This is an optimization exercise on Yosys and OpenROAD, whose aim is small area, a short achievable clock period and few clock cycles, not a production implementation.
Function was not checked in any run shown here: the RTL went through the layout flow alone.
No activity file was given, so power comes from the tool's default toggle rates.

==> flow/design.v (outline; a module is shown in full before it is edited, if it fits) <==
// module cle_xu: 357 lines
// module cle_xu_add: 51 lines
// module cle_xu_booth: 1666 lines
module cle_xu (
    input  wire        clk,
    input  wire        rst,           
    input  wire        in_valid,
    output reg         in_ready,
    input  wire [5:0]  in_op,
    input  wire [2:0]  in_sub,
    input  wire [4:0]  in_qs,         
    input  wire [31:0] in_a,
    input  wire [31:0] in_b,
    input  wire [31:0] in_c,
    output reg         out_valid,
    output reg  [31:0] out_result,
    output reg  [3:0]  out_flags,     
    output reg         out_pred
);
  // ...
==> flow/flow/run.sh <==
#!/bin/bash
set -uo pipefail
export SETUP_SLACK_MARGIN=24.55
export BUFFER_PORTS_ARGS="-buffer_cell sky130_fd_sc_hd__buf_2"
bash standard.sh > standard_flow.log 2>&1
==> flow/standard.sh <==
#!/bin/bash
# synth_recipe.tcl (not shown) runs the flow's synth.tcl, then flattens the netlist and writes it again
# the make line also repeats each setting of config.mk as NAME=value (left out here)
make -C /OpenROAD-flow-scripts/flow DESIGN_CONFIG=/design/flow/config.mk WORK_HOME=/design/flow/orfs CLKGATE_MAP_FILE= SYNTH_SCRIPT=/design/flow/synth_recipe.tcl "${@:-finish}"
==> flow/config.mk <==
export PLATFORM = sky130hd
export DESIGN_NAME = cle_xu
export DESIGN_NICKNAME = cle_xu
export VERILOG_FILES = /design/flow/design.v
export SDC_FILE = /design/flow/constraint.sdc
export NUM_CORES = 4
export LEC_CHECK = 0
export ABC_AREA = 1
export CAP_MARGIN = 30
export CORE_MARGIN = 2
export CORE_UTILIZATION = 50
export SLEW_MARGIN = 30
==> flow/constraint.sdc <==
create_clock -name core_clock -period 32.0 [get_ports {clk}]
set_input_delay 6.4000 -clock core_clock [delete_from_list [all_inputs] [get_ports {clk}]]
set_output_delay 6.4000 -clock core_clock [all_outputs]
set_load 0.01 [all_outputs]
==> qor.yml, run 1 <==
fmax_ghz: 0.1302
die_x_um: 425.4
vias: 84295
n_antenna_cell: 17
critPathCapture: "out_flags[0]"
synth_xor_area_share_pct: 8.012
rsz0062_at_grt: "true"
p_clk_uw: 1280
core-area_mm2: 0.1763
post-route-util_pct: 54.99
cts_root_buf: "clkbuf_16"
dpl_cell_area_mm2: 0.09138
synth-seq-area-share_pct: 24.85
synthCells: 11308
grt_pass1_vias: 81661
yosys_register_bits: 901
largestClassByArea: "multi-input combinational cells"
multi_input_area_mm2: 0.05948
cts_setup_buffers: 13
combPwrFrac_pct: 59.1
power_frac_seq_pct: 22.0
seq_share_pct: 22.80
clk_path_buf_depth: 3
totalWireLength_um: 372600
multi_input_gates: 8356
status: "timing/DRC/antenna clean"
grt_use_total_pct: 40.28
pg_seq_uw: 1480
==> module cle_xu, before the edit <==
module cle_xu (
    input  wire        clk,
    input  wire        rst,           
    input  wire        in_valid,
    output reg         in_ready,
    input  wire [5:0]  in_op,
    input  wire [2:0]  in_sub,
    input  wire [4:0]  in_qs,         
    input  wire [31:0] in_a,
    input  wire [31:0] in_b,
    input  wire [31:0] in_c,
    output reg         out_valid,
    output reg  [31:0] out_result,
    output reg  [3:0]  out_flags,     
    output reg         out_pred
);
    localparam OP_ADD   = 6'h01, OP_SUB  = 6'h02, OP_MUL   = 6'h03, OP_MAC  = 6'h04,
               OP_MSU   = 6'h05, OP_ACCR = 6'h06, OP_ACCW  = 6'h07, OP_MIN  = 6'h08,
               OP_MAX   = 6'h09, OP_ABS  = 6'h0A, OP_NEG   = 6'h0B, OP_SHV  = 6'h0C,
               OP_AND   = 6'h0D, OP_OR   = 6'h0E, OP_XOR   = 6'h0F, OP_CMP  = 6'h10,
               OP_CLAMP = 6'h12, OP_RATE = 6'h13, OP_DIV   = 6'h14, OP_MOV  = 6'h17;
    localparam [3:0] DIV_ITERS = 4'd8;    
    genvar g;
    reg        v0;
    reg [5:0]  op0;
    reg [2:0]  sub0;
    reg [4:0]  qs0;
    reg [31:0] a0, b0, c0;
    wire accept = in_valid & in_ready;
    reg  rst_q;               
    always @(posedge clk) begin
        rst_q <= rst;
        op0  <= in_op;
        sub0 <= in_sub;
        qs0  <= in_qs;
        a0   <= in_a;
        b0   <= in_b;
        c0   <= in_c;
        v0   <= accept & ~rst;
    end
    wire o_add  = op0 == OP_ADD,  o_sub  = op0 == OP_SUB,  o_mul  = op0 == OP_MUL;
    wire o_mac  = op0 == OP_MAC,  o_msu  = op0 == OP_MSU,  o_accr = op0 == OP_ACCR;
    wire o_accw = op0 == OP_ACCW, o_abs  = op0 == OP_ABS,  o_neg  = op0 == OP_NEG;
    wire o_shv  = op0 == OP_SHV,  o_cmp  = op0 == OP_CMP,  o_clmp = op0 == OP_CLAMP;
    wire o_rate = op0 == OP_RATE, o_div  = op0 == OP_DIV,  o_mov  = op0 == OP_MOV;
    wire mulop = o_mul | o_mac | o_msu;
    wire [63:0] pp_s, pp_c;
    cle_xu_booth u_mul (.a(a0), .b(b0), .s(pp_s), .c(pp_c));
    wire        negA  = o_neg | ((o_abs | o_div) & a0[31]);
    wire [32:0] ax    = {a0[31], a0};
    wire [32:0] bx    = {b0[31], b0};
    wire [32:0] cx33  = {c0[31], c0};
    wire [32:0] rl33  = b0[31] ? 33'd0 : {1'b0, b0};           
    wire [32:0] add_x = negA ? 33'd0 : o_rate ? cx33 : ax;
    wire [32:0] add_y = o_add ? bx : o_sub ? ~bx : negA ? ~ax : o_rate ? rl33 : 33'd0;
    wire [32:0] add_s;
    cle_xu_add #(33) u_adds (.a(add_x), .b(add_y), .cin(o_sub | negA), .s(add_s), .cout());
    wire [33:0] cx    = {{2{c0[31]}}, c0};
    wire [33:0] rl    = b0[31] ? 34'd0 : {2'b00, b0};
    wire [33:0] c_pl = {add_s[32], add_s};                   
    wire [33:0] c_mi;
    cle_xu_add #(34) u_cmi (.a(cx), .b(~rl), .cin(1'b1), .s(c_mi), .cout());
    wire [33:0] hi    = o_rate ? c_pl : cx;
    wire [33:0] lo    = o_rate ? c_mi : {{2{b0[31]}}, b0};
    wire [34:0] a35   = {{3{a0[31]}}, a0};
    wire [34:0] d_hi, d_lo;     
    cle_xu_add #(35) u_dhi (.a({hi[33], hi}), .b(~a35), .cin(1'b1), .s(d_hi), .cout());
    cle_xu_add #(35) u_dlo (.a(a35), .b(~{lo[33], lo}), .cin(1'b1), .s(d_lo), .cout());
    wire        gt_hi = d_hi[34];
    wire        lt_lo = d_lo[34];
    wire        eq_ab = a0 == b0;
    wire        ult   = lt_lo ^ (a0[31] ^ b0[31]);
    wire [31:0] clamp_v = gt_hi ? hi[31:0] : lt_lo ? lo[31:0] : a0;
    reg cmp_res;
    always @(*) begin
        case (sub0)
            3'd0: cmp_res = eq_ab;
            3'd1: cmp_res = ~eq_ab;
            3'd2: cmp_res = lt_lo;
            3'd3: cmp_res = lt_lo | eq_ab;
            3'd4: cmp_res = ~(lt_lo | eq_ab);
            3'd5: cmp_res = ~lt_lo;
            3'd6: cmp_res = ult;
            default: cmp_res = ~ult;
        endcase
    end
    wire [31:0] b_mag;
    wire [33:0] b_mag3;
    cle_xu_add #(32) u_bmag (.a(b0 ^ {32{b0[31]}}), .b(32'd0), .cin(b0[31]), .s(b_mag), .cout());
    cle_xu_add #(34) u_bm3 (.a({2'b00, b_mag}), .b({1'b0, b_mag, 1'b0}), .cin(1'b0), .s(b_mag3), .cout());
    wire        dz     = b0 == 32'd0;
    wire        dneg   = a0[31] ^ b0[31];
    wire [62:0] dw     = {31'd0, add_s[31:0]} << {~qs0[4], qs0[3:0]};    
    wire [46:0] dv_r0  = dw[62:16];
    wire        dv_gel;
    cle_xu_add #(32) u_dge (.a(dv_r0[31:0]), .b(~b_mag), .cin(1'b1), .s(), .cout(dv_gel));
    wire        dv_ge  = (|dv_r0[46:32]) | dv_gel;
    wire        dv_eq  = dv_r0 == {15'd0, b_mag};
    wire        dv_quick = dz | (dv_ge & ~(dneg & dv_eq));
    wire [32:0] dv_qy  = dz ? ((a0 == 32'd0) ? 33'd0 : a0[31] ? {1'b1, 32'h80000000} : {1'b0, 32'h7FFFFFFF})
                            : (dneg ? {1'b1, 32'h7FFFFFFF} : {1'b0, 32'h80000000});
    reg [32:0] x_small;
    always @(*) begin
        case (op0)
            OP_ADD, OP_SUB, OP_ABS, OP_NEG, OP_SHV, OP_MOV, OP_ACCW: x_small = add_s;
            OP_MIN:   x_small = lt_lo ? ax : bx;
            OP_MAX:   x_small = lt_lo ? bx : ax;
            OP_AND:   x_small = ax & bx;
            OP_OR:    x_small = ax | bx;
            OP_XOR:   x_small = ax ^ bx;
            OP_CLAMP, OP_RATE: x_small = {clamp_v[31], clamp_v};
            OP_DIV:   x_small = dv_qy;
            default:  x_small = 33'd0;
        endcase
    end
    wire [5:0] shv_k = (~b0[31] & (|b0[30:5])) ? 6'd0 :               
                       ( b0[31] & ~(&b0[30:5])) ? 6'd62 :             
                       (b0[31] & (b0[4:0] == 5'd0)) ? 6'd62 :         
                       6'd31 - {b0[5], b0[4:0]};
    wire       qs_op = o_add | o_sub | o_mul | o_accr | o_abs | o_neg | o_mov;
    wire [5:0] k_a   = o_shv ? shv_k : qs_op ? 6'd31 - {qs0[4], qs0} : 6'd31;
    reg [31:0] dv_d;          
    reg [33:0] dv_d3;         
    reg [30:0] dv_r;          
    reg [31:0] dv_q;          
    reg        dv_neg, dv_top, dv_busy;
    reg [3:0]  dv_cnt;
    wire dv_load = v0 & o_div & ~dv_quick;
    wire dv_done = dv_busy & (dv_cnt == 4'd1);    
    function [32:0] dstep;    
        input [30:0] r;
        input [1:0]  bin;
        input [33:0] t1, t2, t3;
        input        g1, g2, g3;
        begin
            if (g3)      dstep = {t3[30:0], 2'd3};
            else if (g2) dstep = {t2[30:0], 2'd2};
            else if (g1) dstep = {t1[30:0], 2'd1};
            else         dstep = {r[28:0], bin, 2'd0};
        end
    endfunction
    wire [33:0] ta = {1'b0, dv_r, dv_q[31:30]};
    wire [33:0] ta1, ta2, ta3, tb1, tb2, tb3;
    wire        ga1, ga2, ga3, gb1, gb2, gb3;
    cle_xu_add #(34) u_da1 (.a(ta), .b(~{2'b00, dv_d}),       .cin(1'b1), .s(ta1), .cout(ga1));
    cle_xu_add #(34) u_da2 (.a(ta), .b(~{1'b0, dv_d, 1'b0}),  .cin(1'b1), .s(ta2), .cout(ga2));
    cle_xu_add #(34) u_da3 (.a(ta), .b(~dv_d3),               .cin(1'b1), .s(ta3), .cout(ga3));
    wire [32:0] st1 = dstep(dv_r, dv_q[31:30], ta1, ta2, ta3, ga1, ga2, ga3);
    wire [33:0] tb = {1'b0, st1[32:2], dv_q[29:28]};
    cle_xu_add #(34) u_db1 (.a(tb), .b(~{2'b00, dv_d}),       .cin(1'b1), .s(tb1), .cout(gb1));
    cle_xu_add #(34) u_db2 (.a(tb), .b(~{1'b0, dv_d, 1'b0}),  .cin(1'b1), .s(tb2), .cout(gb2));
    cle_xu_add #(34) u_db3 (.a(tb), .b(~dv_d3),               .cin(1'b1), .s(tb3), .cout(gb3));
    wire [32:0] st2 = dstep(st1[32:2], dv_q[29:28], tb1, tb2, tb3, gb1, gb2, gb3);
    wire [30:0] dv_ql  = {dv_q[27:0], st1[1:0], st2[1]};
    wire [32:0] dv_y   = dv_neg ? ~{1'b0, dv_top, dv_ql} : {1'b0, dv_top, dv_ql};
    wire        dv_c   = dv_neg ^ (dv_q[0] & ~(dv_neg & (dv_r == 31'd0)));
    always @(posedge clk) begin
        if (rst)
            dv_busy <= 1'b0;
        else if (dv_load)
            dv_busy <= 1'b1;
        else if (dv_done)
            dv_busy <= 1'b0;
        if (v0 & o_div) begin
            dv_d   <= b_mag;
            dv_d3  <= b_mag3;
            dv_cnt <= DIV_ITERS;
            dv_r   <= dv_eq ? 31'd0 : dv_r0[30:0];
            dv_q   <= {dw[15:0], 16'd0};
            dv_neg <= dneg;
            dv_top <= dv_eq;
        end else if (dv_busy) begin
            dv_cnt <= dv_cnt - 4'd1;
            dv_r   <= st2[32:2];
            dv_q   <= {dv_q[27:0], st1[1:0], st2[1:0]};
        end
    end
    reg        v1;
    reg [63:0] s1, c1;
    reg [4:0]  sh1;           
    reg [5:0]  k1;
    reg        issub1, useacc1, wracc1, clr1, accr1, sat_en1;
    reg [1:0]  idx1;
    reg        satf1, pred1, div0f1;
    reg        dvc1;          
    always @(posedge clk) begin
        v1      <= ((v0 & ~dv_load) | dv_done) & ~rst;
        dvc1    <= dv_done;
        s1      <= dv_done ? {dv_y, 31'd0} :
                   mulop   ? pp_s : {x_small, 31'd0};
        c1      <= (mulop & ~dv_done) ? pp_c : 64'd0;
        sh1     <= (~dv_done & (o_mac | o_msu | o_accw)) ? {~qs0[4], qs0[3:0]} : 5'd16;
        k1      <= dv_done ? 6'd31 : k_a;
        issub1  <= ~dv_done & o_msu;
        useacc1 <= ~dv_done & (o_mac | o_msu | o_accr);
        wracc1  <= ~dv_done & (o_mac | o_msu | o_accw);
        clr1    <= ~dv_done & o_accr & sub0[2];
        accr1   <= ~dv_done & o_accr;
        sat_en1 <= dv_done | ~(o_mac | o_msu | o_accw);
        idx1    <= sub0[1:0];
        satf1   <= ~dv_done & (o_clmp | o_rate) & sub0[0] & (gt_hi | lt_lo);
        pred1   <= ~dv_done & o_cmp & cmp_res;
        div0f1  <= ~dv_done & o_div & dz;
    end
    wire [63:0] p1;
    cle_xu_add #(64) u_cpa (.a(s1), .b({c1[63:31], c1[30] | (dvc1 & dv_c), c1[29:0]}),
                            .cin(1'b0), .s(p1), .cout());
    wire [4:0]  sh5    = sh1;
    wire        psg    = p1[63];
    wire [64:0] ws0;
    wire [66:0] ws1;
    wire [70:0] ws2;
    wire [78:0] ws3;
    wire [89:15] w;
    generate
        for (g = 0; g <= 64; g = g + 1) begin : gw0
            if (g == 0)       assign ws0[g] = ~sh5[0] & p1[0];
            else if (g == 64) assign ws0[g] = psg;
            else              assign ws0[g] = sh5[0] ? p1[g - 1] : p1[g];
        end
        for (g = 0; g <= 66; g = g + 1) begin : gw1
            if (g < 2)        assign ws1[g] = ~sh5[1] & ws0[g];
            else if (g > 64)  assign ws1[g] = sh5[1] ? ws0[g - 2] : psg;
            else              assign ws1[g] = sh5[1] ? ws0[g - 2] : ws0[g];
        end
        for (g = 0; g <= 70; g = g + 1) begin : gw2
            if (g < 4)        assign ws2[g] = ~sh5[2] & ws1[g];
            else if (g > 66)  assign ws2[g] = sh5[2] ? ws1[g - 4] : psg;
            else              assign ws2[g] = sh5[2] ? ws1[g - 4] : ws1[g];
        end
        for (g = 0; g <= 78; g = g + 1) begin : gw3
            if (g < 8)        assign ws3[g] = ~sh5[3] & ws2[g];
            else if (g > 70)  assign ws3[g] = sh5[3] ? ws2[g - 8] : psg;
            else              assign ws3[g] = sh5[3] ? ws2[g - 8] : ws2[g];
        end
        for (g = 15; g <= 89; g = g + 1) begin : gw4
            if (g < 16)       assign w[g] = ~sh5[4] & ws3[g];
            else if (g > 78)  assign w[g] = sh5[4] ? ws3[g - 16] : psg;
            else              assign w[g] = sh5[4] ? ws3[g - 16] : ws3[g];
        end
    endgenerate
    wire [4:0]  ptop   = p1[62:58] ^ {5{psg}};
    wire        ok74   = ~((sh5 >= 5'd27 & ptop[4]) | (sh5 >= 5'd28 & ptop[3]) |
                           (sh5 >= 5'd29 & ptop[2]) | (sh5 >= 5'd30 & ptop[1]) |
                           (sh5 == 5'd31 & ptop[0]));
    wire [73:0] addend = ok74 ? w[89:16] : (psg ? {1'b1, 73'd0} : {1'b0, {73{1'b1}}});
    wire        rc     = ok74 & w[15];
    reg        v2;
    reg [73:0] opnd2;
    reg        cin2;
    reg [5:0]  k2;
    reg        useacc2, wracc2, clr2, accr2, sat_en2;
    reg [1:0]  idx2;
    reg        satf2, pred2, div0f2;
    always @(posedge clk) begin
        v2      <= v1 & ~rst;
        opnd2   <= issub1 ? ~addend : addend;
        cin2    <= issub1 ^ rc;
        k2      <= k1;
        useacc2 <= useacc1;
        wracc2  <= wracc1;
        clr2    <= clr1;
        accr2   <= accr1;
        sat_en2 <= sat_en1;
        idx2    <= idx1;
        satf2   <= satf1;
        pred2   <= pred1;
        div0f2  <= div0f1;
    end
    reg [71:0] acc [0:3];
    wire [74:0] acc_in = useacc2 ? {{3{acc[idx2][71]}}, acc[idx2]} : 75'd0;
    wire [74:0] sum;
    cle_xu_add #(75) u_acc (.a(acc_in), .b({opnd2[73], opnd2}), .cin(cin2), .s(sum), .cout());
    wire        clip72 = ~(sum[74:71] == 4'b0000 || sum[74:71] == 4'b1111);
    wire [71:0] sat72  = clip72 ? (sum[74] ? {1'b1, 71'd0} : {1'b0, {71{1'b1}}}) : sum[71:0];
    reg        v3;
    reg [71:0] x3;
    reg [5:0]  k3;
    reg        sat_en3, accr3, satf3, pred3, div0f3, accclip3;
    integer i;
    always @(posedge clk) begin
        if (rst_q) begin
            for (i = 0; i < 4; i = i + 1)
                acc[i] <= 72'd0;
        end else if (v2 & (wracc2 | clr2)) begin
            acc[idx2] <= clr2 ? 72'd0 : sat72;
        end
        v3       <= v2 & ~rst;
        x3       <= sum[71:0];    
        k3       <= k2;
        sat_en3  <= sat_en2;
        accr3    <= accr2;
        satf3    <= satf2;
        pred3    <= pred2;
        div0f3   <= div0f2;
        accclip3 <= wracc2 & clip72;
    end
    wire [72:0] z  = {x3, 1'b0};
    wire        sg = x3[71];
    wire [63:0] l5;
    wire [47:0] l4;
    wire [39:0] l3;
    wire [35:0] l2;
    wire [33:0] l1;
    wire [32:0] l0;
    generate
        for (g = 0; g < 64; g = g + 1) begin : g5
            if (g + 32 <= 72) assign l5[g] = k3[5] ? z[g + 32] : z[g];
            else              assign l5[g] = k3[5] ? sg : z[g];
        end
        for (g = 0; g < 48; g = g + 1) begin : g4
            assign l4[g] = k3[4] ? l5[g + 16] : l5[g];
        end
        for (g = 0; g < 40; g = g + 1) begin : g3
            assign l3[g] = k3[3] ? l4[g + 8] : l4[g];
        end
        for (g = 0; g < 36; g = g + 1) begin : g2
            assign l2[g] = k3[2] ? l3[g + 4] : l3[g];
        end
        for (g = 0; g < 34; g = g + 1) begin : g1
            assign l1[g] = k3[1] ? l2[g + 2] : l2[g];
        end
        for (g = 0; g < 33; g = g + 1) begin : g0
            assign l0[g] = k3[0] ? l1[g + 1] : l1[g];
        end
    endgenerate
    wire [39:0] dif = x3[70:31] ^ {40{sg}};
    wire [39:0] sfx;
    generate
        for (g = 0; g < 40; g = g + 1) begin : gs
            if (g == 39) assign sfx[g] = dif[g];
            else         assign sfx[g] = dif[g] | sfx[g + 1];
        end
    endgenerate
    wire        ovf  = (k3 <= 6'd39) ? sfx[k3] : 1'b0;
    wire        ovf1 = (k3 <= 6'd38) ? sfx[k3 + 6'd1] : 1'b0;
    wire [31:0] yv   = l0[32:1];
    wire        rbit = l0[0];
    wire        rmax = rbit & (yv == 32'h7FFFFFFF);
    wire        clip = sg ? (ovf & ~(rmax & ~ovf1)) : (ovf | rmax);
    wire [31:0] yr;
    cle_xu_add #(32) u_rnd (.a(yv), .b(32'd0), .cin(rbit), .s(yr), .cout());
    wire [31:0] res  = clip ? (sg ? 32'h80000000 : 32'h7FFFFFFF) : yr;
    always @(posedge clk) begin
        out_valid  <= v3 & ~rst;
        out_result <= res;
        out_flags  <= {accclip3 | (accr3 & clip), div0f3, accclip3, satf3 | (sat_en3 & clip)};
        out_pred   <= pred3;
    end
    always @(posedge clk) begin
        if (rst)
            in_ready <= 1'b1;
        else
            in_ready <= ~((accept & (in_op == OP_DIV)) | dv_load |
                          (dv_busy & (dv_cnt >= 4'd3)));
    end
endmodule
==> run 2: changes to the inputs <==
--- a/flow/design.v
+++ b/flow/design.v
@@ -276,3 +276,3 @@
     reg        v3;
-    reg [71:0] x3;
+    reg [71:15] x3;           
     reg [5:0]  k3;
@@ -288,3 +288,3 @@
         v3       <= v2 & ~rst;
-        x3       <= sum[71:0];    
+        x3       <= sum[71:15];   
         k3       <= k2;
@@ -297,3 +297,3 @@
     end
-    wire [72:0] z  = {x3, 1'b0};
+    wire [72:0] z  = {x3, 16'd0};
     wire        sg = x3[71];
==> flow/flow/run.sh (replaced) <==
#!/bin/bash
set -uo pipefail
export SETUP_SLACK_MARGIN=24.4
export BUFFER_PORTS_ARGS="-buffer_cell sky130_fd_sc_hd__buf_2"
bash standard.sh > standard_flow.log 2>&1
==> qor.yml, run 2 <==
status: "timing/DRC/antenna clean"
slowest_stage: "dfxtp_4"
synth_warnings: 7
boundaryPins: 152
ff2ff_path_depth: 42
synth_area_per_cell_um2: 7.728
top_register: "acc"
clock_skew_ns: 0.07313
final_common_cell: "nand2_1"
start_kind: "flop"
cts_tree: "yes"
die_x_um: 424.8  # -0.14%
r2r_slack_ns: 24.67
drc_errors: 0
grt-ovfl-total: 0
end_kind: "output pin"
synthAdderAreaFrac_pct: 24.32
gp_congestion: 1.005
grt_use_total_pct: 39.03  # -1.2 points
combPwrFrac_pct: 58.5  # -0.6 points
totalWireLength_um: 360800  # -3.2%
synth_enable_flop_cells: 402
rows: 154
syn_nets: 12919
synth_top_area_share_pct: 13.93
use_met3_pct: 8.888
r2r-end: "dv_r[29]"
dieArea_mm2: 0.1804
synth_xor_area_share_pct: 7.856  # -0.16 points
drt_first_pass_iters: 8
die_y_um: 424.8
synth_compound_area_share_pct: 15.83
synthCells: 11455  # +1.3%
whs_ns: 0.3232
core-area_mm2: 0.1761  # -0.11%
fmax_ghz: 0.1299  # -0.21%
grt_pass1_wl_um: 527400
synthToLayoutAreaGrowth_pct: 9.084
critPathCapture: "out_flags[0]"
slew-limit-headroom_pct: 23.78
synth_most_common_cell: "nand2_1"
clk_path_buf_depth: 3  # unchanged
critical_path_depth: 1
drive_gt1_share_pct: 7.868
startpoint: "out_flags[0]"
fin_ws_ns: 24.30
global_route.usage.met2_pct: 59.67
fin_crit_ns: 7.697
clk_pin_slew_worst_paths_ns: 0.08
finalSetupTns_ns: 0
start_util_pct: 50.26
max_slew.worst_pin.slew_ns: 1.131
ys_async_sr_fraction_pct: 0
hpwl_um: 255200
crit_chain: "buf_6"
internal_power_uw: 3519
report.final.slew_viol_count: 0
grt_pass1_vias: 81239  # -0.52%
routed_via_density: 6.107
cts_root_buf: "clkbuf_16"
vias: 83634  # -0.78%
power_density_mw_per_mm2: 68.66
grtUsageMet1_pct: 50.94
pre_cts_ws_ns: 22.16
ys_top_cells_by_count: "nand2_1 (2102), inv_1 (1328), nor2_1 (1030)"
synth-simple-area-share_pct: 17.95
power_frac_seq_pct: 21.9  # about the same
hold_violations: 0
numCtsBuffers: 100
fin_crit_sh_pct: 24.05
post_drt_wl_per_cell_um: 26.35
synth-seq-area-share_pct: 24.58  # -0.27 points
worst-endpoint-arrival_ns: 1.30
critical-path-top-delay-family: "flip-flops"
ys.flop_type: "dfxtp_1"
cap_viol_max_count: 0
busiest_layer: "met2"
reg_top3: "acc: 288 flops, opnd2: 74 flops, s1: 64 flops"
swShare_pct: 46.92
syn_area_mm2: 0.08852
critical_path.max_fanout: 1
yosys-mux-area-fraction_pct: 0.5032
synth_top_family_by_area: "adder cells"
h-tree-depth: 3
detail-route-antenna-nets: 0
yosys_register_bits: 886  # -1.7%
ys_types: 65
yosysTopAreaCell: "fa_1"
hold_path.class: "flop to flop"
nets: 12726
cellLeakagePower_uw: 0.04444
antenna_found_initial: 7
critPathKind: "flop to output pin"
setup_viol: 0
largest_register_ffs: 288
synth.area.top_cells: "fa_1 (14%), edfxtp_1 (14%), dfxtp_1 (11%)"
clock_sinks: 886
cp_num_buf_inv: 1
timing.rr.start: "op0[5]"
max-vdd-ir-drop_mv: 0.1133
drtIter0Drc: 9704
required_ns: 25.60
power_frac_clock_pct: 19.6
rsz0062_at_grt: "true"
port_buffers: 151
grt_max_degree: 77
switchingPower_uw: 3111
final_cell_mix: "nand2_1 (2074), inv_1 (1297), nor2_1 (1014), o21ai_0 (858), ha_1 (733)"
insertion_delay_ns: 0.79
slowest_delay_ns: 0.40
==> run 2: power groups by stage <==
stage | combinational, µW | sequential [µW] | clock, µW
after floorplan | 2410 | 1410 | 0
after global placement | 3670 | 1470 | 0
after detailed placement | 3730 | 1470 | 0
after CTS | 3770 | 1450 | 1320
after global routing | 4320 | 1460 | 1360
final | 3880 | 1450 | 1300
==> run 2: layout make-up <==
| type | count | area, µm² |
|---|---|---|
| Inverter | 1386 | 5308 |
| Antenna cell | 4 | 10.01 |
| Clock inverter | 57 | 862.1 |
| Clock buffer | 133 | 2882 |
| Multi-Input combinational cell | 8491 | 59640 |
| Timing Repair inverter | 1 | 11.26 |
| Tap cell | 2340 | 2928 |
| Timing Repair Buffer | 396 | 3112 |
| Fill cell | 16792 | 79550 |
| Sequential cell | 886 | 21810 |
==> run 2: worst min-delay path by stage <==
| stage | depth (start not counted) | to | start | slack (ns) |
|---|---|---|---|---|
| detailed placement | 0 | k2[0] | k1[0] | 0.31 |
| global route | 0 | k2[0] | k1[0] | 0.33 |
| floorplan | 0 | accr2 | accr1 | 0.31 |
| CTS | 0 | div0f3 | div0f2 | 0.32 |
| global placement | 0 | k3[4] | k2[4] | 0.31 |
| finish | 0 | div0f3 | div0f2 | 0.32 |
==> run 2: kinds of logic (layout without fill, tap and decap cells) <==
kind of cell | Yosys count | count (layout)
compound gates | 2408 | 2408
fa+ha+maj | 1351 | 1351
mux | 44 | 44
simple gates | 3887 | 3894
xor+xnor | 794 | 794
other cells | 0 | 4
flops | 886 | 886
buf+inv | 2085 | 1973
==> run 2: timing repair <==
action / 4_1_cts / 5_1_grt
setup endpoints to repair: 458 / 457
resized for setup: 128 / 194
hold buffers: 0 / 0
cloned: 6 / 8
pin swaps: 15 / 26
setup buffers: 19 / 25
==> run 2: through the flow <==
stage | std cells | utilization [%] | cell area, µm² | power (µW)
6_report | 13694 | 54.83 | 96560 | 6630
5_1_grt | 13690 | 54.82 | 96550 | 7133
4_1_cts | 13655 | 54.27 | 95580 | 6532
3_5_place_dp | 13440 | 51.73 | 91110 | 5195
3_3_place_gp | 13439 | 51.72 | 91090 | 5140
2_1_floorplan | 11455 | - | 88520 | 3818
==> run 2: routing by layer <==
layer  routed length [µm]  part of all wire [%]  up-vias
met3                37260                    10     1363
li1                     -                     -    37613
met4                25630                   7.1        8
met1               143400                    40    39912
met5                   58                 0.016        -
met2               154400                    43     4738
==> run 3: changes to the inputs <==
--- a/flow/config.mk
+++ b/flow/config.mk
@@ -10,3 +10,3 @@
 export CORE_MARGIN = 2
-export CORE_UTILIZATION = 50
+export CORE_UTILIZATION = 46
 export SLEW_MARGIN = 30
==> qor.yml, run 3 <==
grt_max_degree: 95  # +23%
slew-limit-headroom_pct: 25.08  # +1.3 points
drt_first_pass_iters: 9  # +1
synth.area.top_cells: "fa_1 (14%), edfxtp_1 (14%), dfxtp_1 (11%)"
ys_types: 65  # unchanged
power_density_mw_per_mm2: 69.06  # +0.57%
hold_violations: 0  # unchanged
synthToLayoutAreaGrowth_pct: 9.056  # about the same
crit_chain: "buf_6"
antenna_found_initial: 17  # +10
cp_num_buf_inv: 1  # unchanged
hpwl_um: 262100  # +2.7%
status: "timing/DRC/antenna clean"
die_x_um: 442.7  # +4.2%
ff2ff_path_depth: 18  # -57%
p_total_uw: 6666  # +0.55%
clock_skew_ns: 0.07311  # -0.00002110 ns
grt_pass1_vias: 80687  # -0.68%
fmax_ghz: 0.1297  # -0.21%
core-area_mm2: 0.1918  # +8.9%
start_util_pct: 46.16  # -4.1 points
worst-endpoint-arrival_ns: 1.31  # about the same
synth_most_common_cell: "nand2_1"
final_cell_mix: "nand2_1 (2072), inv_1 (1294), nor2_1 (1015), o21ai_0 (861), ha_1 (734)"
cts_tree: "yes"
clock_sinks: 886  # unchanged
holdPathStages: 0  # unchanged
grt_pass1_wl_um: 532500  # +0.97%
cellLeakagePower_uw: 0.04440  # -0.10%
post_drt_wl_per_cell_um: 26.33  # about the same
ys_top_cells_by_count: "nand2_1 (2102), inv_1 (1328), nor2_1 (1030)"
drc_errors: 0  # unchanged
vias: 82979  # -0.78%
ys_async_sr_fraction_pct: 0  # unchanged
die_y_um: 442.7  # +4.2%
clk_pin_slew_worst_paths_ns: 0.06  # -0.02 ns
slowest_stage: "dfxtp_4"
whs_ns: 0.2884  # -0.03477 ns
rows: 161  # +4.5%
rsz0062_at_grt: "true"
setup_viol: 0  # unchanged
min-delay-start: "idx1[1]"
yosys_register_bits: 886  # unchanged
port_buffers: 151  # unchanged
synth_area_per_cell_um2: 7.728  # unchanged
nets: 12732  # +0.047%
r2r_slack_ns: 24.45  # -0.22 ns
synth_top_area_share_pct: 13.93  # unchanged
hold_path.class: "flop to flop"
slowest_delay_ns: 0.39  # about the same
fin_crit_sh_pct: 24.10  # +0.051 points
grt_use_total_pct: 36.16  # -2.9 points
cts_hold_buffers: 0  # unchanged
gp_congestion: 1.007  # +0.16%
h-tree-depth: 3  # unchanged
critPathKind: "flop to output pin"
post-route-util_pct: 50.34  # -4.5 points
reg_top3: "acc: 288 flops, opnd2: 74 flops, s1: 64 flops"
dieArea_mm2: 0.1960  # +8.6%
drtIter0Drc: 9062  # -6.6%
boundaryPins: 152  # unchanged
fin_crit_ns: 7.713  # +0.01620 ns
r2r-end: "s1[34]"
timing.rr.start: "b0[9]"
critical-path-top-delay-family: "flip-flops"
synth-seq-area-share_pct: 24.58  # unchanged
top_register: "acc"
cts_root_buf: "clkbuf_16"
drive_gt1_share_pct: 7.782  # -0.085 points
synth_warnings: 7  # unchanged
totalWireLength_um: 366000  # +1.4%
insertion_delay_ns: 0.81  # +0.02 ns
yosysTopAreaCell: "fa_1"
syn_area_mm2: 0.08852  # unchanged
hold_path_end: "idx2[1]"
final_common_cell: "nand2_1"
routed_via_density: 5.971  # -2.2%
grt-ovfl-total: 0  # unchanged
fin_ws_ns: 24.29  # -0.01620 ns
ys.flop_type: "dfxtp_1"
start_kind: "flop"
numCtsBuffers: 103  # +3.0%
required_ns: 25.60  # about the same
max_slew.worst_pin.slew_ns: 1.112  # -0.01937 ns
finalSetupTns_ns: 0  # unchanged
largest_register_ffs: 288  # unchanged
end_kind: "output pin"
max-vdd-ir-drop_mv: 0.2058  # +82%
syn_nets: 12919  # unchanged
synth_enable_flop_cells: 402  # unchanged
cap_viol_max_count: 0  # unchanged
synthCells: 11455  # unchanged
report.final.slew_viol_count: 0  # unchanged
pre_cts_ws_ns: 22.84  # +0.6748 ns
detail-route-antenna-nets: 0  # unchanged
critical_path.max_fanout: 1  # unchanged
clk_path_buf_depth: 3  # unchanged
-- run 3: worst max-delay path by stage --
stage | from | slack [ns] | depth (start not counted) | to
6_report | out_valid | 24.29 | 1 | out_valid
3_3_place_gp | op0[4] | 22.69 | 42 | dv_r[30]
3_5_place_dp | op0[4] | 22.84 | 41 | v1
4_1_cts | out_valid | 24.25 | 1 | out_valid
2_1_floorplan | b0[31] | 24.44 | 41 | dv_r[13]
5_1_grt | out_valid | 24.26 | 1 | out_valid
-- run 3: cell families after synthesis --
family / share of synthesized area (%)
muxes: 0.5032
DFF: 24.58
buffers and inverters: 8.963
adders and majority gates: 24.32
xor gates and xnor gates: 7.856
and+or+nand+nor: 17.95
AOI/OAI and AO/OA: 15.83
-- run 3: metal layers --
metal,routed length (µm),GRT usage [%],vias up
met5,76,0,-
met2,156900,55.05,4309
li1,-,-,37637
met3,35150,8.071,1243
met1,148800,47.24,39778
met4,25020,20.92,12
-- run 3: through the flow --
stage / instances / cell area [µm²]
floorplan: 11455 / 88520
global placement: 13635 / 91420
detailed placement: 13636 / 91450
CTS: 13839 / 95480
global route: 13886 / 96510
finish: 13897 / 96540
-- run 3: final cells by class --
class                           instances  area [µm²]
Clock inverter                         59       714.4
Timing Repair inverter                  1       8.758
Fill cell                           18960       95240
Antenna cell                           12       30.03
Timing Repair Buffer                  402        3088
Tap cell                             2526        3161
Clock buffer                          137        2943
Multi-Input combinational cell       8488       59480
Inverter                             1386        5306
Sequential cell                       886       21810
-- run 3: report_power, final --
part / switching (µW) / internal, µW
sequential: 125 / 1320
clock: 543 / 721
combinational: 2510 / 1450
-- run 3: worst register-to-register path, delay by kind of cell, from the launching register on --
family | cells | cell delay (ns)
buffers and inverters | 7 | 2.17
adders and majority gates | 7 | 4.12
DFF | 1 | 0.30
and+or+nand+nor | 1 | 0.07
xor gates and xnor gates | 1 | 0.22
AOI/OAI and AO/OA | 2 | 0.61
-- run 3: what timing repair did --
item | CTS | global route
endpoints found under the hold margin | 0 | 0
endpoints found under the setup margin | 301 | 444
pin swaps | 7 | 32
resized for setup | 91 | 168
buffers inserted | 5 | 32
cloned | 2 | 11
==> run 4: changes to the inputs <==
==> flow/flow/run.sh (replaced) <==
#!/bin/bash
set -uo pipefail
export SETUP_SLACK_MARGIN=24.5
export BUFFER_PORTS_ARGS="-buffer_cell sky130_fd_sc_hd__buf_2"
bash standard.sh > standard_flow.log 2>&1
--- a/flow/config.mk
+++ b/flow/config.mk
@@ -10,3 +10,3 @@
 export CORE_MARGIN = 2
-export CORE_UTILIZATION = 46
+export CORE_UTILIZATION = 50
 export SLEW_MARGIN = 30
==> qor.yml, run 4 <==
status: "timing/DRC/antenna clean"
drive_gt1_share_pct: 7.772  # -0.010 points
totalWireLength_um: 359000  # -1.9%
start_kind: "flop"
slew-limit-headroom_pct: 23.87  # -1.2 points
top_register: "acc"
busiest_layer: "met2"
numCtsBuffers: 101  # -1.9%
hpwl_um: 256300  # -2.2%
die_x_um: 424.8  # -4.0%
required_ns: 25.60  # about the same
ys_top_cells_by_count: "nand2_1 (2102), inv_1 (1328), nor2_1 (1030)"
largest_register_ffs: 288  # unchanged
slowest_stage: "dfxtp_4"
synth.area.top_cells: "fa_1 (14%), edfxtp_1 (14%), dfxtp_1 (11%)"
fin_crit_ns: 7.720  # +0.007000 ns
setup_viol: 0  # unchanged
cap_viol_max_count: 0  # unchanged
ys_types: 65  # unchanged
fin_cells: 13694  # -1.5%
synth_most_common_cell: "nand2_1"
power_density_mw_per_mm2: 69.11  # about the same
synth_enable_flop_cells: 402  # unchanged
antenna_found_initial: 15  # -2
fmax_ghz: 0.1295  # about the same
dieArea_mm2: 0.1804  # -7.9%
rsz0062_at_grt: "true"
p_total_uw: 6649  # -0.26%
cp_num_buf_inv: 1  # unchanged
grt_pass1_vias: 78855  # -2.3%
boundaryPins: 152  # unchanged
max_slew.worst_pin.slew_ns: 1.130  # +0.01805 ns
drtIter0Drc: 8982  # -0.88%
global_route.usage.met2_pct: 59.01  # +4.0 points
yosys_register_bits: 886  # unchanged
clock_sinks: 886  # unchanged
grt-ovfl-total: 0  # unchanged
synthCells: 11455  # unchanged
cts_root_buf: "clkbuf_16"
place_inst: 13432  # -1.5%
vias: 82839  # -0.17%
drc_errors: 0  # unchanged
nets: 12724  # -0.063%
post-route-util_pct: 54.63  # +4.3 points
reg_top3: "acc: 288 flops, opnd2: 74 flops, s1: 64 flops"
worst-endpoint-arrival_ns: 1.32  # about the same
grt_use_total_pct: 38.61  # +2.4 points
use_met3_pct: 8.727  # +0.66 points
gp_congestion: 1.011  # +0.41%
synthToLayoutAreaGrowth_pct: 8.680
die_y_um: 424.8  # -4.0%
insertion_delay_ns: 0.82  # about the same
syn_area_mm2: 0.08852  # unchanged
max-vdd-ir-drop_mv: 0.2118  # +2.9%
synth_area_per_cell_um2: 7.728  # unchanged
start_util_pct: 50.26  # +4.1 points
yosysTopAreaCell: "fa_1"
hold_path.class: "flop to flop"
ys.flop_type: "dfxtp_1"
fin_crit_sh_pct: 24.12  # about the same
synth-seq-area-share_pct: 24.58  # unchanged
h-tree-depth: 3  # unchanged
core-area_mm2: 0.1761  # -8.2%
syn_nets: 12919  # unchanged
clock_skew_ns: 0.09983  # +0.02671 ns
detail-route-antenna-nets: 0  # unchanged
crit_chain: "buf_6"
critPathKind: "flop to output pin"
cts_tree: "yes"
final_cell_mix: "nand2_1 (2069), inv_1 (1296), nor2_1 (1014), o21ai_0 (871), ha_1 (730)"
post_drt_wl_per_cell_um: 26.22  # -0.44%
grt_max_degree: 117  # +23%
clk_path_buf_depth: 3  # unchanged
routed_via_density: 6.049  # +1.3%
grtUsageMet1_pct: 50.41  # +3.2 points
drt_first_pass_iters: 6  # -3
finalSetupTns_ns: 0  # unchanged
synth_warnings: 7  # unchanged
final_common_cell: "nand2_1"
report.final.slew_viol_count: 0  # unchanged
fillers: 16908  # -11%
ys_async_sr_fraction_pct: 0  # unchanged
critical-path-top-delay-family: "flip-flops"
grt_pass1_wl_um: 521200  # -2.1%
synth_top_area_share_pct: 13.93  # unchanged
critical_path.max_fanout: 1  # unchanged
hold_violations: 0  # unchanged
port_buffers: 151  # unchanged
clk_pin_slew_worst_paths_ns: 0.06  # about the same
end_kind: "output pin"
cellLeakagePower_uw: 0.04424  # -0.36%
rows: 154  # -4.3%
cts_hold_buffers: 0  # unchanged
slowest_delay_ns: 0.39  # about the same
run 4: cell counts after synthesis:
No cell type changed its count.
run 4: what timing repair did:
action / CTS / global route
setup endpoints to repair: 460 / 462
gates cloned: 3 / 10
buffers inserted: 18 / 32
gates resized for setup: 102 / 199
pin swaps: 10 / 44
run 4: per-stage QoR:
step	area (µm²)	setup WS, ns	hold WS, ns
after floorplan	88530	24.84	0.3096
after global placement	91040	22.73	0.3109
after detailed placement	91080	23.05	0.3118
after global routing	96190	24.25	0.3056
after CTS	95040	24.22	0.2979
final	96200	24.28	0.2910
run 4: area by class of cell:
cell class	count	area (µm²)	share of cell area, %
Clock inverter	48	561.8	0.5840
Multi-Input combinational cell	8490	59570	61.92
Timing Repair Buffer	395	3108	3.231
Clock buffer	143	2903	3.017
Antenna cell	6	15.01	0.01561
Inverter	1386	5303	5.512
Tap cell	2340	2928	3.043
Sequential cell	886	21810	22.68
run 4: logic make-up (layout without fill, tap and decap cells):
family / after synthesis / count (layout) / synth area share [%]
other: 0 / 6 / 0
xor gates and xnor gates: 794 / 794 / 7.856
and+or+nand+nor: 3887 / 3893 / 17.95
muxes: 44 / 44 / 0.5032
DFF: 886 / 886 / 24.58
AOI/OAI and AO/OA: 2408 / 2408 / 15.83
adders and majority gates: 1351 / 1351 / 24.32
buffers and inverters: 2085 / 1972 / 8.963
run 4: final timing paths:
kind	endpoint	slack (ns)	cells after the start	start
worst max-delay path	out_flags[0]	24.28	1	out_flags[0]
worst min-delay path	k3[0]	0.29	0	k2[0]
worst max register to register	s1[34]	24.57	16	b0[7]
worst min register to register	k3[0]	0.29	0	k2[0]
run 4: report_power, final:
group          switching (µW)  leakage (µW)  internal [µW]
clock                     528       0.00167            674
sequential                126       0.00800           1320
combinational            2530        0.0346           1470
total                    3180        0.0442           3470
run 4: layer usage:
metal	wire length [µm]	share of wire, %
met5	64	0.018
met4	24920	6.9
met3	36000	10
met2	154600	43
met1	143400	40
==> run 5: changes to the inputs <==
==> flow/flow/run.sh (replaced) <==
#!/bin/bash
set -uo pipefail
export SETUP_SLACK_MARGIN=24.45
export BUFFER_PORTS_ARGS="-buffer_cell sky130_fd_sc_hd__buf_2"
bash standard.sh > standard_flow.log 2>&1
==> qor.yml, run 5 <==
status: "timing/DRC/antenna clean"
synth_top_area_share_pct: 13.93  # unchanged
critPathKind: "flop to output pin"
slew-limit-headroom_pct: 23.03  # -0.83 points
insertion_delay_ns: 0.81  # about the same
busiest_layer: "met2"
drt_first_pass_iters: 7  # +1
p_total_uw: 6646  # about the same
largest_register_ffs: 288  # unchanged
synth_warnings: 7  # unchanged
totalWireLength_um: 359300  # about the same
ff2ff_path_depth: 16  # unchanged
detail-route-antenna-nets: 0  # unchanged
critical_path.max_fanout: 1  # unchanged
required_ns: 25.60  # about the same
fin_crit_sh_pct: 24.13  # about the same
cts_root_buf: "clkbuf_16"
routed_via_density: 6.066  # +0.27%
min-delay-start: "k2[0]"
grt_pass1_vias: 78807  # -0.061%
use_met3_pct: 8.702  # -0.025 points
clock_sinks: 886  # unchanged
synth.area.top_cells: "fa_1 (14%), edfxtp_1 (14%), dfxtp_1 (11%)"
timing.rr.start: "b0[7]"
holdPathStages: 0  # unchanged
ys.flop_type: "dfxtp_1"
rows: 154  # unchanged
cp_num_buf_inv: 1  # unchanged
finalSetupTns_ns: 0  # unchanged
synthToLayoutAreaGrowth_pct: 8.585  # about the same
drc_errors: 0  # unchanged
die_y_um: 424.8  # unchanged
synth_area_per_cell_um2: 7.728  # unchanged
worst-endpoint-arrival_ns: 1.32  # about the same
cellLeakagePower_uw: 0.04422  # about the same
clk_path_buf_depth: 3  # unchanged
ys_async_sr_fraction_pct: 0  # unchanged
fillers: 16922  # +0.083%
grt_use_total_pct: 38.63  # about the same
slowest_delay_ns: 0.39  # about the same
global_route.usage.met2_pct: 58.98  # about the same
max-vdd-ir-drop_mv: 0.2112  # -0.29%
synthCells: 11455  # unchanged
drive_gt1_share_pct: 7.650  # -0.12 points
start_util_pct: 50.26  # unchanged
dieArea_mm2: 0.1804  # unchanged
top_register: "acc"
vias: 83076  # +0.29%
cts_tree: "yes"
grt_pass1_wl_um: 521100  # about the same
gp_congestion: 1.011  # unchanged
reg_top3: "acc: 288 flops, opnd2: 74 flops, s1: 64 flops"
die_x_um: 424.8  # unchanged
nets: 12723  # -0.0079%
clk_pin_slew_worst_paths_ns: 0.06  # about the same
h-tree-depth: 3  # unchanged
drtIter0Drc: 9259  # +3.1%
crit_chain: "buf_6"
grtUsageMet1_pct: 50.49  # +0.076 points
start_kind: "flop"
slowest_stage: "dfxtp_4"
antenna_found_initial: 15  # unchanged
hold_path.class: "flop to flop"
power_density_mw_per_mm2: 69.14  # about the same
startpoint: "out_flags[0]"
core-area_mm2: 0.1761  # unchanged
critical_path_depth: 1  # unchanged
report.final.slew_viol_count: 0  # unchanged
ys_top_cells_by_count: "nand2_1 (2102), inv_1 (1328), nor2_1 (1030)"
syn_nets: 12919  # unchanged
final_cell_mix: "nand2_1 (2073), inv_1 (1295), nor2_1 (1015), o21ai_0 (883), ha_1 (730)"
ys_types: 65  # unchanged
clock_skew_ns: 0.09653  # -0.003299 ns
cap_viol_max_count: 0  # unchanged
syn_area_mm2: 0.08852  # unchanged
boundaryPins: 152  # unchanged
fmax_ghz: 0.1295  # about the same
synth_enable_flop_cells: 402  # unchanged
post_drt_wl_per_cell_um: 26.23  # about the same
setup_viol: 0  # unchanged
synth-seq-area-share_pct: 24.58  # unchanged
max_slew.worst_pin.slew_ns: 1.142  # +0.01238 ns
final_common_cell: "nand2_1"
synth_most_common_cell: "nand2_1"
critical-path-top-delay-family: "flip-flops"
port_buffers: 151  # unchanged
yosys_register_bits: 886  # unchanged
hpwl_um: 256300  # unchanged
numCtsBuffers: 101  # unchanged
end_kind: "output pin"
grt_max_degree: 117  # unchanged
grt-ovfl-total: 0  # unchanged
hold_violations: 0  # unchanged
fin_crit_ns: 7.723  # +0.002800 ns
rsz0062_at_grt: "true"
yosysTopAreaCell: "fa_1"
## run 5: worst paths after layout
| path | endpoint | slack (ns) |
|---|---|---|
| hold reg to reg | k3[0] | 0.29 |
| setup reg to reg | s1[34] | 24.60 |
| setup / recovery | out_flags[0] | 24.28 |
| hold / removal | k3[0] | 0.29 |
## run 5: area by class of cell
type | count | area [µm²] | area share [%]
Antenna cell | 9 | 22.52 | 0.02343
Tap cell | 2340 | 2928 | 3.046
Multi-Input combinational cell | 8490 | 59520 | 61.92
Clock buffer | 143 | 2903 | 3.020
Sequential cell | 886 | 21810 | 22.70
Timing Repair Buffer | 394 | 3087 | 3.211
Clock inverter | 48 | 561.8 | 0.5845
Inverter | 1386 | 5284 | 5.497
## run 5: what timing repair did
item                                    CTS  global route
resized for setup                        96           167
pin swaps                                 8            31
endpoints found under the setup margin  459           461
gates cloned                              3            11
setup buffers                            17            32
hold buffers                              0             0
## run 5: cells by family (layout without fill, tap and decap cells)
| group | count (synthesis) | after routing | share of synthesized area, % |
|---|---|---|---|
| other | 0 | 9 | 0 |
| xor gates and xnor gates | 794 | 794 | 7.856 |
| AOI/OAI and AO/OA | 2408 | 2408 | 15.83 |
| DFF | 886 | 886 | 24.58 |
| and+or+nand+nor | 3887 | 3893 | 17.95 |
| adders and majority gates | 1351 | 1351 | 24.32 |
| buffers and inverters | 2085 | 1971 | 8.963 |
| muxes | 44 | 44 | 0.5032 |
## run 5: routing by layer
layer	share of wire [%]	up-vias
met4	7.0	2
met5	0.0047	-
met3	10	1258
met2	43	4573
met1	40	39639
li1	-	37604
## run 5: power by group
group	switching [µW]	internal, µW
clock network	528	674
registers	125	1320
logic	2520	1470
total	3180	3470
## run 5: per-stage QoR
step / utilization, % / std cells / worst slack [ns] / instance area [µm²] / hold WS, ns
4_1_cts: 53.96 / 13643 / 24.22 / 95020 / 0.2979
5_1_grt: 54.57 / 13688 / 24.25 / 96100 / 0.3056
2_1_floorplan: - / 11455 / 24.84 / 88530 / 0.3096
3_3_place_gp: 51.69 / 13430 / 22.73 / 91040 / 0.3109
6_report: 54.58 / 13696 / 24.28 / 96120 / 0.2857
3_5_place_dp: 51.72 / 13432 / 23.05 / 91080 / 0.3118
==> run 6: changes to the inputs <==
==> flow/flow/run.sh (replaced) <==
#!/bin/bash
set -uo pipefail
export SETUP_SLACK_MARGIN=24.25
export BUFFER_PORTS_ARGS="-buffer_cell sky130_fd_sc_hd__buf_2"
bash standard.sh > standard_flow.log 2>&1
==> qor.yml, run 6 <==
insertion_delay_ns: 0.80  # about the same
antenna_found_initial: 11  # -4
hold_path.class: "flop to flop"
setup_viol: 0  # unchanged
clock_sinks: 886  # unchanged
dieArea_mm2: 0.1804  # unchanged
synthToLayoutAreaGrowth_pct: 8.711
start_kind: "flop"
hold_violations: 0  # unchanged
ys.flop_type: "dfxtp_1"
synth.area.top_cells: "fa_1 (14%), edfxtp_1 (14%), dfxtp_1 (11%)"
synth_xor_area_share_pct: 7.856  # unchanged
nets: 12730  # +0.055%
synthCells: 11455  # unchanged
syn_area_mm2: 0.08852  # unchanged
synth_compound_area_share_pct: 15.83  # unchanged
syn_nets: 12919  # unchanged
max-vdd-ir-drop_mv: 0.1160  # -45%
largest_register_ffs: 288  # unchanged
finalSetupTns_ns: 0  # unchanged
slowest_delay_ns: 0.40  # about the same
required_ns: 25.60  # about the same
clock_skew_ns: 0.07028  # -0.02625 ns
fin_ws_ns: 24.29  # +0.01480 ns
routed_via_density: 6.091  # +0.42%
status: "timing/DRC/antenna clean"
synth-seq-area-share_pct: 24.58  # unchanged
synth_top_area_share_pct: 13.93  # unchanged
grt_pass1_wl_um: 526300  # +0.99%
grt_max_degree: 77  # -34%
fin_crit_sh_pct: 24.09  # -0.046 points
cp_num_buf_inv: 1  # unchanged
synthAdderAreaFrac_pct: 24.32  # unchanged
totalWireLength_um: 361500  # +0.62%
critical-path-top-delay-family: "flip-flops"
cts_tree: "yes"
top_register: "acc"
ys_types: 65  # unchanged
synth_enable_flop_cells: 402  # unchanged
synth_most_common_cell: "nand2_1"
critPathKind: "flop to output pin"
drc_errors: 0  # unchanged
worst-endpoint-arrival_ns: 1.31  # about the same
clk_path_buf_depth: 3  # unchanged
yosys_register_bits: 886  # unchanged
max_slew.worst_pin.slew_ns: 1.114  # -0.02864 ns
end_kind: "output pin"
power_density_mw_per_mm2: 68.91  # -0.33%
report.final.slew_viol_count: 0  # unchanged
whs_ns: 0.3210  # +0.03536 ns
synth_top_family_by_area: "adder cells"
die_x_um: 424.8  # unchanged
final_cell_mix: "nand2_1 (2080), inv_1 (1298), nor2_1 (1016), o21ai_0 (877), ha_1 (734)"
slew-limit-headroom_pct: 24.96  # +1.9 points
drt_first_pass_iters: 7  # unchanged
drtIter0Drc: 9411  # +1.6%
rsz0062_at_grt: "true"
crit_chain: "buf_6"
post_drt_wl_per_cell_um: 26.39  # +0.58%
vias: 83454  # +0.46%
grt_pass1_vias: 81216  # +3.1%
post-route-util_pct: 54.64  # +0.063 points
synth_warnings: 7  # unchanged
h-tree-depth: 3  # unchanged
numCtsBuffers: 100  # -0.99%
synth_area_per_cell_um2: 7.728  # unchanged
hpwl_um: 255200  # -0.42%
rows: 154  # unchanged
fmax_ghz: 0.1297  # +0.19%
synth-simple-area-share_pct: 17.95  # unchanged
boundaryPins: 152  # unchanged
clk_pin_slew_worst_paths_ns: 0.08  # +0.02 ns
ys_async_sr_fraction_pct: 0  # unchanged
start_util_pct: 50.26  # unchanged
fin_crit_ns: 7.708  # -0.01480 ns
yosysTopAreaCell: "fa_1"
detail-route-antenna-nets: 0  # unchanged
pre_cts_ws_ns: 22.16  # -0.8876 ns
final_common_cell: "nand2_1"
cts_hold_buffers: 0  # unchanged
core-area_mm2: 0.1761  # unchanged
slowest_stage: "dfxtp_4"
critical_path.max_fanout: 1  # unchanged
dpl_cell_area_mm2: 0.09111  # about the same
fin_area_mm2: 0.09623  # +0.12%
yosys-mux-area-fraction_pct: 0.5032  # unchanged
grt_use_total_pct: 38.94  # +0.31 points
port_buffers: 151  # unchanged
reg_top3: "acc: 288 flops, opnd2: 74 flops, s1: 64 flops"
drive_gt1_share_pct: 7.416  # -0.23 points
grt-ovfl-total: 0  # unchanged
cts_root_buf: "clkbuf_16"
die_y_um: 424.8  # unchanged
cap_viol_max_count: 0  # unchanged
ys_top_cells_by_count: "nand2_1 (2102), inv_1 (1328), nor2_1 (1030)"
gp_congestion: 1.005  # -0.56%
cellLeakagePower_uw: 0.04434  # +0.28%
==> run 6: changes by cell type in the layout (fill, tap and decap cells not counted), sizes merged <==
cell      previous run  this run
diode                9         7
inv               1350      1351
clkinv              63        64
buf                385       392
nand2             2114      2115
bufinv               4        15
clkinvlp            17        14
nand3              496       497
clkbuf             152       140
==> run 6: layer usage <==
layer	GRT usage, %	part of all wire, %	vias to the layer above
li1	-	-	37602
met1	50.74	40	39859
met2	59.60	43	4698
met3	8.752	10	1289
met4	22.10	6.9	6
met5	0.2116	0.025	-
==> run 6: worst paths after layout <==
path / startpoint / to / slack, ns / depth (start not counted)
max: out_flags[0] / out_flags[0] / 24.29 / 1
min: div0f2 / div0f3 / 0.32 / 0
max reg2reg: op0[3] / v1 / 24.52 / 43
min reg2reg: div0f2 / div0f3 / 0.32 / 0
==> run 6: layout make-up <==
| type | count | area, µm² |
|---|---|---|
| clock inverter | 57 | 862.1 |
| timing repair inverter | 1 | 8.758 |
| antenna | 7 | 17.52 |
| tap | 2340 | 2928 |
| fill | 16827 | 79880 |
| inverter | 1386 | 5311 |
| timing repair buffer | 399 | 3005 |
| sequential | 886 | 21790 |
| clock buffer | 133 | 2882 |
| multi-input combinational | 8492 | 59420 |
==> run 6: repair_timing <==
item,CTS,global route
hold endpoints to repair,0,0
setup endpoints to repair,416,389
gates cloned,3,12
pin swaps,8,20
buffers inserted,7,40
resized for setup,92,117
==> run 6: power by group <==
group          internal, µW  switching [µW]  total (µW)
logic                  1430            2450        3880
clock network           757             544        1300
registers              1320             128        1450
total                  3510            3120        6630
==> run 6: logic make-up (layout without fill, tap and decap cells) <==
logic type	after synthesis	after routing
compound gates	2408	2408
xor+xnor	794	794
fa+ha+maj	1351	1351
buf+inv	2085	1976
flops	886	886
mux	44	44
other cells	0	7
simple gates	3887	3895
==> run 6: per-stage QoR <==
stage                     total power (µW)  cells
after floorplan                       3818  11455
after global placement                5140  13439
after detailed placement              5195  13440
after CTS                             6522  13640
after global routing                  7123  13694
final                                 6631  13701
==> run 6: worst register-to-register path, delay by kind of cell (launching register included) <==
family / cells / cell delay (ns)
adders and majority gates: 3 / 1.26
and+or+nand+nor: 15 / 1.98
DFF: 1 / 0.33
AOI/OAI and AO/OA: 16 / 2.32
buffers and inverters: 9 / 1.40
==> run 7: changes to the inputs <==
--- a/flow/design.v
+++ b/flow/design.v
@@ -46,4 +46,5 @@
     wire mulop = o_mul | o_mac | o_msu;
-    wire [63:0] pp_s, pp_c;
+    wire [63:0] pp_s, pp_c, prod;
     cle_xu_booth u_mul (.a(a0), .b(b0), .s(pp_s), .c(pp_c));
+    cle_xu_add #(64) u_cpa (.a(pp_s), .b(pp_c), .cin(1'b0), .s(prod), .cout());
     wire        negA  = o_neg | ((o_abs | o_div) & a0[31]);
@@ -178,6 +179,6 @@
     reg        v1;
-    reg [63:0] s1, c1;
-    reg [4:0]  sh1;           
+    reg [63:0] s1;
+    reg [4:0]  qs1;
     reg [5:0]  k1;
-    reg        issub1, useacc1, wracc1, clr1, accr1, sat_en1;
+    reg        shen1, issub1, useacc1, wracc1, clr1, accr1, sat_en1;
     reg [1:0]  idx1;
@@ -189,6 +190,6 @@
         s1      <= dv_done ? {dv_y, 31'd0} :
-                   mulop   ? pp_s : {x_small, 31'd0};
-        c1      <= (mulop & ~dv_done) ? pp_c : 64'd0;
-        sh1     <= (~dv_done & (o_mac | o_msu | o_accw)) ? {~qs0[4], qs0[3:0]} : 5'd16;
+                   mulop   ? prod : {x_small, 31'd0};
+        qs1     <= qs0;
         k1      <= dv_done ? 6'd31 : k_a;
+        shen1   <= ~dv_done & (o_mac | o_msu | o_accw);
         issub1  <= ~dv_done & o_msu;
@@ -204,6 +205,4 @@
     end
-    wire [63:0] p1;
-    cle_xu_add #(64) u_cpa (.a(s1), .b({c1[63:31], c1[30] | (dvc1 & dv_c), c1[29:0]}),
-                            .cin(1'b0), .s(p1), .cout());
-    wire [4:0]  sh5    = sh1;
+    wire [63:0] p1 = {s1[63:31], s1[30] | (dvc1 & dv_c), s1[29:0]};
+    wire [4:0]  sh5    = shen1 ? {~qs1[4], qs1[3:0]} : 5'd16;
     wire        psg    = p1[63];
@@ -276,3 +275,3 @@
     reg        v3;
-    reg [71:15] x3;           
+    reg [71:0] x3;
     reg [5:0]  k3;
@@ -288,3 +287,3 @@
         v3       <= v2 & ~rst;
-        x3       <= sum[71:15];   
+        x3       <= sum[71:0];    
         k3       <= k2;
@@ -297,3 +296,3 @@
     end
-    wire [72:0] z  = {x3, 16'd0};
+    wire [72:0] z  = {x3, 1'b0};
     wire        sg = x3[71];
==> flow/flow/run.sh (replaced) <==
#!/bin/bash
set -uo pipefail
export SETUP_SLACK_MARGIN=25
export BUFFER_PORTS_ARGS="-buffer_cell sky130_fd_sc_hd__buf_2"
bash standard.sh > standard_flow.log 2>&1
==> qor.yml, run 7 <==
status: "timing/DRC/antenna clean"
h-tree-depth: 3  # unchanged
fmax_ghz: 0.1300  # +0.20%
die_x_um: 420.0  # -1.1%
final_common_cell: "nand2_1"
hold_path.class: "flop to flop"
required_ns: 25.60  # about the same
report.final.slew_viol_count: 0  # unchanged
ff2ff_path_depth: 38  # -12%
critical_path.max_fanout: 2  # +1
cts_tree: "yes"
cts_root_buf: "clkbuf_16"
place_inst: 13001  # -3.3%
ys_top_cells_by_count: "nand2_1 (2048), inv_1 (1245), o21ai_0 (840)"
max_slew.worst_pin.slew_ns: 1.097  # -0.01719 ns
clock_skew_ns: 0.06807  # -0.002211 ns
r2r-end: "s1[46]"
synth-seq-area-share_pct: 24.06  # -0.52 points
rsz0062_at_grt: "true"
grt_pass1_wl_um: 544800  # +3.5%
yosys_register_bits: 839  # -5.3%
synthToLayoutAreaGrowth_pct: 15.92
cellLeakagePower_uw: 0.04500  # +1.5%
grt_pass1_vias: 81678  # +0.57%
reg_top3: "acc: 288 flops, opnd2: 74 flops, x3: 72 flops"
ys_types: 73  # +12%
clk_path_buf_depth: 3  # unchanged
detail-route-antenna-nets: 0  # unchanged
synthCells: 11030  # -3.7%
ys.flop_type: "dfxtp_1"
synth_enable_flop_cells: 402  # unchanged
post_drt_wl_per_cell_um: 28.08  # +6.4%
drive_gt1_share_pct: 13.92  # +6.5 points
synth_top_area_share_pct: 14.23  # +0.30 points
max-vdd-ir-drop_mv: 0.5362  # +360%
totalWireLength_um: 379300  # +4.9%
clk_pin_slew_worst_paths_ns: 0.08  # about the same
cap_viol_max_count: 0  # unchanged
slowest_stage: "dfxtp_4"
drtIter0Drc: 9926  # +5.5%
fin_crit_sh_pct: 24.04  # -0.048 points
start_kind: "flop"
dieArea_mm2: 0.1764  # -2.2%
grt_max_degree: 103  # +34%
yosysTopAreaCell: "fa_1"
top_register: "acc"
syn_area_mm2: 0.08653  # -2.2%
finalSetupTns_ns: 0  # unchanged
timing.rr.start: "op0[5]"
grtUsageMet1_pct: 52.18  # +1.4 points
gp_congestion: 1.023  # +1.8%
post-route-util_pct: 58.41  # +3.8 points
use_met3_pct: 11.28  # +2.5 points
start_util_pct: 50.39  # +0.12 points
critical-path-top-delay-family: "flip-flops"
hold_path_end: "sat_en2"
numCtsBuffers: 96  # -4.0%
drt_first_pass_iters: 9  # +2
end_kind: "output pin"
rows: 152  # -1.3%
antenna_found_initial: 18  # +7
r2r_slack_ns: 24.47  # -0.05 ns
global_route.usage.met2_pct: 62.99  # +3.4 points
final_cell_mix: "nand2_1 (1941), inv_1 (1172), ha_1 (708), o21ai_0 (705), xor2_1 (694)"
hpwl_um: 256400  # +0.47%
die_y_um: 420.0  # -1.1%
synth_warnings: 7  # unchanged
ys_async_sr_fraction_pct: 0  # unchanged
synth_area_per_cell_um2: 7.845  # +1.5%
synth_most_common_cell: "nand2_1"
grt_use_total_pct: 42.03  # +3.1 points
fin_crit_ns: 7.693  # -0.01520 ns
cp_num_buf_inv: 1  # unchanged
worst-endpoint-arrival_ns: 1.29  # -0.02 ns
grt-ovfl-total: 0  # unchanged
crit_chain: "buf_6"
hold_violations: 0  # unchanged
fillers: 15943  # -5.3%
fin_cells: 13508  # -1.4%
port_buffers: 151  # unchanged
vias: 84407  # +1.1%
drc_errors: 0  # unchanged
insertion_delay_ns: 0.80  # about the same
synth.area.top_cells: "fa_1 (14%), edfxtp_1 (14%), ha_1 (11%)"
min-delay-start: "sat_en1"
slew-limit-headroom_pct: 26.12  # +1.2 points
clock_sinks: 839  # -5.3%
slowest_delay_ns: 0.39  # about the same
busiest_layer: "met2"
core-area_mm2: 0.1717  # -2.5%
largest_register_ffs: 288  # unchanged
nets: 12571  # -1.2%
power_density_mw_per_mm2: 140.0  # +100%
syn_nets: 12493  # -3.3%
critPathKind: "flop to output pin"
holdPathStages: 0  # unchanged
boundaryPins: 152  # unchanged
routed_via_density: 6.249  # +2.6%
setup_viol: 0  # unchanged
==> run 7: cell count changes after synthesis, moves of 30 or more <==
cell	change
a211oi_1	-38
a21oi_1	+101
a22oi_1	+71
clkbuf_1	-41
dfxtp_1	-47
inv_1	-83
nand2_1	-54
nand3_1	+30
nor2_1	-313
o21ai_0	-91
xor2_1	+30
==> run 7: cell families (layout without fill, tap and decap cells) <==
family	Yosys count	count (layout)	share of synthesized area [%]
multiplexers	32	32	0.3774
AND/OR/NAND/NOR	3560	3566	17.04
flip-flops	839	839	24.06
XOR/XNOR	825	825	8.350
buffers and inverters	1998	2154	8.859
other	0	6	0
AO/OA/AOI/OAI	2426	2426	16.46
adder cells (fa/ha/maj)	1350	1350	24.86
==> run 7: cell type report <==
cell class / count / area, µm² / area share, %
Antenna cell: 6 / 15.01 / 0.01497
Clock buffer: 129 / 2759 / 2.750
Clock inverter: 53 / 533.0 / 0.5314
Multi-Input combinational cell: 8199 / 60910 / 60.72
Tap cell: 2310 / 2890 / 2.881
Timing Repair Buffer: 647 / 6802 / 6.781
Sequential cell: 839 / 20950 / 20.89
Inverter: 1318 / 5370 / 5.354
Timing Repair inverter: 7 / 78.83 / 0.07858
==> run 7: worst max path at each step <==
stage	from	to	slack, ns	cells past startpoint
floorplan	b0[3]	s1[54]	24.86	34
global placement	op0[5]	s1[46]	22.76	42
detailed placement	op0[5]	s1[46]	22.64	42
CTS	in_ready	in_ready	24.26	1
global route	in_ready	in_ready	24.28	1
finish	in_ready	in_ready	24.31	1
==> run 7: layer usage <==
| metal | part of all wire [%] | vias to the layer above | routed length, µm |
|---|---|---|---|
| li1 | - | 37144 | - |
| met1 | 38 | 40339 | 142800 |
| met2 | 42 | 5257 | 160600 |
| met3 | 11 | 1659 | 42020 |
| met4 | 8.9 | 8 | 33850 |
| met5 | 0.015 | - | 58 |
==> run 7: power by group <==
group	total (µW)	switching (µW)	internal, µW	leakage [µW]
clock network	1150	508	641	0.00160
logic	11500	6530	5010	0.0358
registers	1350	107	1240	0.00762
total	14000	7150	6890	0.0450
==> run 7: through the flow <==
stage / hold WS [ns] / power, µW / setup WS, ns / instance area [µm²]
after floorplan: 0.3096 / 6909 / 24.86 / 87080
after global placement: 0.3111 / 9566 / 22.76 / 89270
after detailed placement: 0.3128 / 9680 / 22.64 / 89310
after CTS: 0.2921 / 12820 / 24.26 / 98140
after global routing: 0.3009 / 14970 / 24.28 / 100300
final: 0.3021 / 14040 / 24.31 / 100300
==> run 7: what timing repair did <==
| item | in CTS | in global routing |
|---|---|---|
| pin swaps | 176 | 155 |
| gates resized for setup | 760 | 374 |
| gates cloned | 45 | 10 |
| buffers inserted | 188 | 74 |
| endpoints found under the setup margin | 407 | 395 |
| hold buffers | 0 | 0 |
==> run 7: worst reg2reg max path: cells and delay by family (launching register included) <==
kind,cells,cell delay (ns)
and+or+nand+nor,14,2.04
AOI/OAI and AO/OA,9,2.20
buffers and inverters,11,1.54
xor gates and xnor gates,1,0.20
adders and majority gates,3,1.09
DFF,1,0.36

-- re-timing with driven ports --
The results above use ideal ports. As a check the final layouts listed here were re-extracted and re-timed, cells and wires unchanged.
Step 1 sets driving cells, clkbuf_16 on the clock port and buf_2 on the other inputs (assumed; they add their load-dependent delay and slew).
Step 2 adds t to the input delays and takes it off the output delays; t is the mean of the earliest and latest rising clock arrival at the registers after step 1. Input paths then give back, and output paths get back, about the clock's delay inside the block.
a / b / c = no drivers / after step 1 / after step 2; a / b = the first two.
run	t (ns)	setup WS [ns]	hold WS [ns]	worst slew at a driven data input, ns	pins driven straight from the clock port
run 1	0.871	24.319 / 24.226 / 24.731	0.306 / 0.306 / 0.306	0.10	1
run 2	0.861	24.303 / 24.206 / 24.476	0.323 / 0.323 / 0.323	0.07	1
run 3	0.866	24.287 / 24.200 / 24.446	0.288 / 0.288 / 0.288	0.08	1
run 4	0.867	24.280 / 24.180 / 24.496	0.291 / 0.291 / 0.291	0.09	1
run 5	0.866	24.277 / 24.178 / 24.505	0.286 / 0.286 / 0.286	0.08	1
run 6	0.869	24.292 / 24.194 / 24.480	0.321 / 0.321 / 0.321	0.07	1
run 7	0.857	24.307 / 24.214 / 24.474	0.302 / 0.302 / 0.302	0.07	1
After both steps setup and hold are still met in every run listed.
